What follows belongs to an exercise in optimizing a design on an open flow for small area; a production flow would make more cautious choices.
In this exercise RTL edits were held to simulation tests only and were not proved equivalent to the original.

==> build 83 <==
Design col_ycc2rgb, start of the top module:
module col_ycc2rgb (
    input  wire        clk,
    input  wire        rst,
    input  wire        in_valid,
    input  wire [1:0]  depth,
    input  wire        full_range,
    input  wire        yc2020,
    input  wire [15:0] y,
    input  wire [15:0] cb,
    input  wire [15:0] cr,
    output reg         out_valid,
    output reg  [15:0] out_r,
    output reg  [15:0] out_g,
    output reg  [15:0] out_b
);
    wire [3:0] fmt = {yc2020, full_range, depth};
    wire a1_0;
    wire pp1;
    wire pp2;
    wire pp3;
    wire pp4;
    wire pp5;
    wire pp6;
    wire pp7;
    wire pp8;
    wire pp9;
    wire pp10;
    wire pp11;
    wire pp12;
    wire pp13;
    wire pp14;
    wire pp15;
    wire pp16;
    wire a1_17;
    wire pp18;
    wire pp19;
    wire pp20;
    wire pp21;
    wire pp22;
    wire pp23;
    wire pp24;
    wire pp25;
    wire pp26;
    wire pp27;
    wire pp28;
    wire pp29;
    wire pp30;
    wire pp31;
    wire pp32;
    wire pp33;
    wire sg34;
    wire a1_35;
    wire a2_36;
    wire pp37;
    wire pp38;
    wire pp39;
    wire pp40;
    wire pp41;
    wire pp42;
    wire pp43;
    wire pp44;
    wire pp45;
    wire pp46;
    wire pp47;
    wire pp48;
    wire pp49;
    wire pp50;
    wire pp51;
    wire pp52;
    wire pp53;
    wire a1_54;
    wire pp55;
    wire pp56;
    wire pp57;
    wire pp58;
    wire pp59;
    wire pp60;
    wire pp61;
    wire pp62;
    wire pp63;
    wire pp64;
    wire pp65;
    wire pp66;
    wire pp67;
    wire pp68;
    wire pp69;
    wire pp70;
    wire a1_71;
    wire pp72;
    wire pp73;
    wire pp74;
    wire pp75;
    wire pp76;
    wire pp77;
    wire pp78;
    wire pp79;
    wire pp80;
    wire pp81;
    wire pp82;
    wire pp83;
    wire pp84;
    wire pp85;
    wire pp86;
    wire pp87;
    wire a1_88;
    wire pp89;
    wire pp90;
    wire pp91;
    wire pp92;
    wire pp93;
    wire pp94;
    wire pp95;
    wire pp96;
    wire pp97;
    wire pp98;
    wire pp99;
    wire pp100;
    wire pp101;
  ...
==> flow/config.mk <==
export PLATFORM = sky130hd
export DESIGN_NAME = col_ycc2rgb
export DESIGN_NICKNAME = col_ycc2rgb
export VERILOG_FILES = /design/flow/design.v
export SDC_FILE = /design/flow/constraint.sdc
export NUM_CORES = 4
export LEC_CHECK = 0
export ABC_AREA = 1
export CAP_MARGIN = 20
export CORE_MARGIN = 2
export CORE_UTILIZATION = 65
export SLEW_MARGIN = 20
export SYNTH_HIERARCHICAL = 1
==> flow/constraint.sdc <==
create_clock -name core_clock -period 12.0 [get_ports {clk}]
set_input_delay 2.4000 -clock core_clock [delete_from_list [all_inputs] [get_ports {clk}]]
set_output_delay 2.4000 -clock core_clock [all_outputs]
set_load 0.01 [all_outputs]
run.sh (not shown) runs the stock make flow with config.mk's settings and CLKGATE_MAP_FILE= SYNTH_SCRIPT=/design/flow/synth_recipe.tcl, a recipe that flattens the netlist after the stock synthesis.
==> build 74: changes against build 83 <==
--- a/flow/config.mk
+++ b/flow/config.mk
@@ -5,9 +5,8 @@
 export SDC_FILE = /design/flow/constraint.sdc
 export NUM_CORES = 4
 export LEC_CHECK = 0
-export ABC_AREA = 1
 export CAP_MARGIN = 20
 export CORE_MARGIN = 2
-export CORE_UTILIZATION = 65
+export CORE_UTILIZATION = 40
 export SLEW_MARGIN = 20
 export SYNTH_HIERARCHICAL = 1
==> notes <==
Build 74 ran to the end with no violations. Build 83 produced a clean layout. Against build 74, the global-route usage of build 83 is higher by 13 points. Of build 74 and build 83, build 74 has the higher routed wire length (gap about 30%, measured against build 83). Synthesized cell count: build 83 is lower than build 74 (17%). Of build 74 and build 83, build 74 has the higher area after synthesis (gap 9.7%, measured against build 83).

==> build 62: inputs <==
Another version of the RTL of col_ycc2rgb (not shown whole).
==> flow/config.mk <==
export PLATFORM = sky130hd
export DESIGN_NAME = col_ycc2rgb
export DESIGN_NICKNAME = col_ycc2rgb
export VERILOG_FILES = /design/flow/design.v
export SDC_FILE = /design/flow/constraint.sdc
export NUM_CORES = 4
export LEC_CHECK = 0
export ABC_AREA = 1
export CAP_MARGIN = 20
export CORE_MARGIN = 2
export CORE_UTILIZATION = 50
export SLEW_MARGIN = 20
export SYNTH_HIERARCHICAL = 1
==> flow/constraint.sdc <==
create_clock -name core_clock -period 12.0 [get_ports {clk}]
set_input_delay 2.4000 -clock core_clock [delete_from_list [all_inputs] [get_ports {clk}]]
set_output_delay 2.4000 -clock core_clock [all_outputs]
set_load 0.01 [all_outputs]
standard.sh (not shown) runs the stock make flow with config.mk's settings and CLKGATE_MAP_FILE= SYNTH_SCRIPT=/design/flow/synth_recipe.tcl, a recipe that flattens the netlist after the stock synthesis.
==> flow/flow/run.sh <==
#!/bin/bash
# The standard layout (standard.sh, unchanged synthesis), with each port
# buffer made from the smallest buffer cell instead of a delay buffer.
set -e
cd "$(dirname "$0")/.."
export BUFFER_PORTS_ARGS="-buffer_cell sky130_fd_sc_hd__buf_1"
bash standard.sh > standard.log 2>&1
==> build 26 (differences from build 62) <==
- CTS_BUF_LIST: default -> sky130_fd_sc_hd__clkbuf_4 sky130_fd_sc_hd__clkbuf_8
- GPL_TIMING_DRIVEN: default -> 0
==> build 82 (differences from build 62) <==
--- a/flow/flow/run.sh
+++ b/flow/flow/run.sh
@@ -4,4 +4,5 @@
 set -e
 cd "$(dirname "$0")/.."
 export BUFFER_PORTS_ARGS="-buffer_cell sky130_fd_sc_hd__buf_1"
+export REMOVE_ABC_BUFFERS=1
 bash standard.sh > standard.log 2>&1
- CAP_MARGIN: 20 -> 0
- CTS_BUF_LIST: default -> sky130_fd_sc_hd__clkbuf_4 sky130_fd_sc_hd__clkbuf_8
- GPL_TIMING_DRIVEN: default -> 0
- SLEW_MARGIN: 20 -> 0
==> notes <==
- Build 62 ran to the end with no violations. Build 26 went through all stages and came out clean. Build 82 went through all stages and came out clean.
- Sequential share of layout area is about the same in build 26 and build 62.
- Against build 62, the global-route usage of build 82 is lower by 3.3 points.
- Die area is the same in build 82 and build 26.
- Against build 82, the hold slack of build 26 is better by 0.023 ns.
- Non-clock buffer count: build 82 < build 26 < build 62.
- In build 62 the routed wire length is lower than in build 26, by about 9%.
- Count of clock-buffer cells in the layout is the same in build 82 and build 62.
==> figures <==
| metric | build 82 | build 62 | build 26 |
|---|---|---|---|
| Port buffer count | 103 | 103 | 101 |
| RSZ-0062 raised after global routing | yes | no | yes |
| Portion of the clock cycle consumed by the worst path in the final layout | 97.6% | 96.0% | 96.2% |
| Met3 Routed Length | 12,700 um | 14,600 um | 18,600 um |
| First element of the critical path | full_range | yc2020 | depth[1] |
| Inverters excl. clock | 214 | 212 | 212 |
| Final hold slack | 2.19 ns | 2.23 ns | 2.21 ns |
| Clock tree root buffer cell | clkbuf_8 | clkbuf_16 | clkbuf_8 |
| Total global routing track utilization | 39.8% | 43.2% | 47.6% |
| Clock network share of area | 0.358% | 0.609% | 0.420% |
| Layout multi-input combinational cell count | 2,284 | 2,281 | 2,281 |
| Met2 usage | 59.1% | 60.6% | 66.5% |
| Multi-input gate area in the final layout | 23,500 sq um | 23,200 sq um | 23,400 sq um |
| Run status | timing/DRC/antenna clean | timing/DRC/antenna clean | timing/DRC/antenna clean |
| Diode count | 2 | 1 | 4 |
| Actual slew at the worst max-slew pin | 1.26 ns | 0.986 ns | 1.31 ns |

==> build 49: inputs <==
col_ycc2rgb again, from the RTL that the note above started with.
Settings: LEC_CHECK=0, ABC_AREA=1, CAP_MARGIN=20, CORE_MARGIN=2, CORE_UTILIZATION=50, CTS_BUF_LIST=sky130_fd_sc_hd__clkbuf_4 sky130_fd_sc_hd__clkbuf_8, GPL_TIMING_DRIVEN=0, SLEW_MARGIN=20, SYNTH_HIERARCHICAL=1; clock period 12.0 ns.
==> flow/flow/run.sh <==
#!/bin/bash
# The standard layout (standard.sh, unchanged synthesis), with each port
# buffer made from the smallest buffer cell instead of a delay buffer.
set -e
cd "$(dirname "$0")/.."
export BUFFER_PORTS_ARGS="-buffer_cell sky130_fd_sc_hd__buf_1"
export REMOVE_ABC_BUFFERS=1
bash standard.sh > standard.log 2>&1
==> trial 13 (differences from build 49) <==
--- a/flow/flow/run.sh
+++ b/flow/flow/run.sh
@@ -5,4 +5,3 @@
 cd "$(dirname "$0")/.."
 export BUFFER_PORTS_ARGS="-buffer_cell sky130_fd_sc_hd__buf_1"
-export REMOVE_ABC_BUFFERS=1
 bash standard.sh > standard.log 2>&1
- CTS_BUF_LIST: sky130_fd_sc_hd__clkbuf_4 sky130_fd_sc_hd__clkbuf_8 -> not set
==> results_tabular.tex <==
\begin{tabular}{lr}
\hline
Metric & Value \\
\hline
\multicolumn{2}{l}{\textbf{Finish}} \\
\quad Number of buffers other than clock buffers in the final layout & approximately 170 \\
\multicolumn{2}{l}{\textbf{Detailed routing}} \\
\quad M1 wire length & 38.8 mm \\
\multicolumn{2}{l}{\textbf{Global route}} \\
\quad Number of global-route vias before repair & 23000 \\
\quad Global-route track usage on met1 & 53.3\% \\
\multicolumn{2}{l}{\textbf{Outcome}} \\
\quad Run status & timing/DRC/antenna clean \\
\multicolumn{2}{l}{\textbf{Critical path}} \\
\quad Worst EP required & between 10 and 15 ns \\
\hline
\end{tabular}
-- figures above: build 49

==> results_tabular.tex <==
\begin{tabular}{lr}
\hline
Metric & Value \\
\hline
\multicolumn{2}{l}{\textbf{Detailed routing}} \\
\quad M1 wire length & 44.2 mm \\
\multicolumn{2}{l}{\textbf{Finish}} \\
\quad Number of buffers other than clock buffers in the final layout & between 200 and 300 \\
\quad Diode insertion count for antenna repair & 2 \\
\multicolumn{2}{l}{\textbf{Synth}} \\
\quad Top cell type's share of synthesized area & a little over half \\
\multicolumn{2}{l}{\textbf{Worst hold path}} \\
\quad End of the worst hold path & out\_valid\$\_SDFF\_PP0\_ \\
\multicolumn{2}{l}{\textbf{Outcome}} \\
\quad Run status & timing/DRC/antenna clean \\
\multicolumn{2}{l}{\textbf{Timing}} \\
\quad Max-slew headroom & 18.3\% \\
\multicolumn{2}{l}{\textbf{Critical path}} \\
\quad Worst EP required & roughly 12 ns \\
\hline
\end{tabular}
-- figures above: trial 13


==> try-yarrow <==
col_ycc2rgb again, from the RTL that the note above started with.
Settings: LEC_CHECK=0, ABC_AREA=1, CAP_MARGIN=20, CORE_MARGIN=2, CORE_UTILIZATION=50, SLEW_MARGIN=20, SYNTH_HIERARCHICAL=1; clock period 12.0 ns.
==> flow/flow/run.sh <==
#!/bin/bash
# The standard layout (standard.sh, unchanged synthesis), with each port
# buffer made from the smallest buffer cell instead of a delay buffer.
set -e
cd "$(dirname "$0")/.."
export BUFFER_PORTS_ARGS="-buffer_cell sky130_fd_sc_hd__buf_2"
bash standard.sh > standard.log 2>&1
==> inputs of try-fjord, as changes to try-yarrow <==
Settings changed: GPL_TIMING_DRIVEN set to 0.
==> summary of the runs <==
- try-yarrow passed the timing, DRC and antenna checks. try-fjord ran to the end with no violations.
- Against try-fjord, the global-route usage of try-yarrow is lower by 4.6 points.
- In try-yarrow the non-clock buffer count is lower than in try-fjord, by 42.
- Of try-yarrow and try-fjord, try-yarrow has the higher critical path depth (gap 4).
- Via count: try-fjord is larger than try-yarrow (5.6%).
- In try-yarrow the worst hold slack is lower than in try-fjord, by 0.015 ns.
- Area after synthesis is the same in try-fjord and try-yarrow.
- In die area, try-fjord and try-yarrow do not differ.

## re-timing with driven ports
The results above use ideal ports. As a check the final layouts listed here were re-extracted and re-timed, cells and wires unchanged.
Step 1 sets driving cells, clkbuf_16 on the clock port and buf_2 on the other inputs (assumed; they add their load-dependent delay and slew).
Step 2 also shifts input and output timing later by t, the mid clock arrival at the registers, as if the neighbouring blocks saw the same clock.
Slacks: ideal / step 1 / step 2; pairs: ideal / step 1.
run	t (ns)	slack for setup (ns)	worst setup path at the end	slew at the worst register clock pin (ns)
build 83	0.346	0.497 / 0.516 / 0.170	input to register	0.08 / 0.08
build 74	0.334	0.692 / 0.707 / 0.374	input to register	0.07 / 0.07
build 62	0.348	0.480 / 0.414 / 0.066	input to register	0.08 / 0.08
build 26	0.357	0.462 / 0.479 / 0.122	input to register	0.10 / 0.10
build 82	0.393	0.291 / 0.293 / -0.100	input to register	0.12 / 0.12
build 49	0.391	0.393 / 0.418 / 0.027	input to register	0.11 / 0.11
trial 13	0.342	0.415 / 0.426 / 0.084	input to register	0.07 / 0.07
try-yarrow	0.349	0.586 / 0.609 / 0.260	input to register	0.08 / 0.08
try-fjord	0.334	0.262 / 0.276 / -0.058	input to register	0.07 / 0.07
Met with ideal ports but missed after step 2: setup timing in build 82 and try-fjord. The setup slack of build 62, which loses most, moves by -0.066 ns with the drivers and by -0.414 ns with both steps.
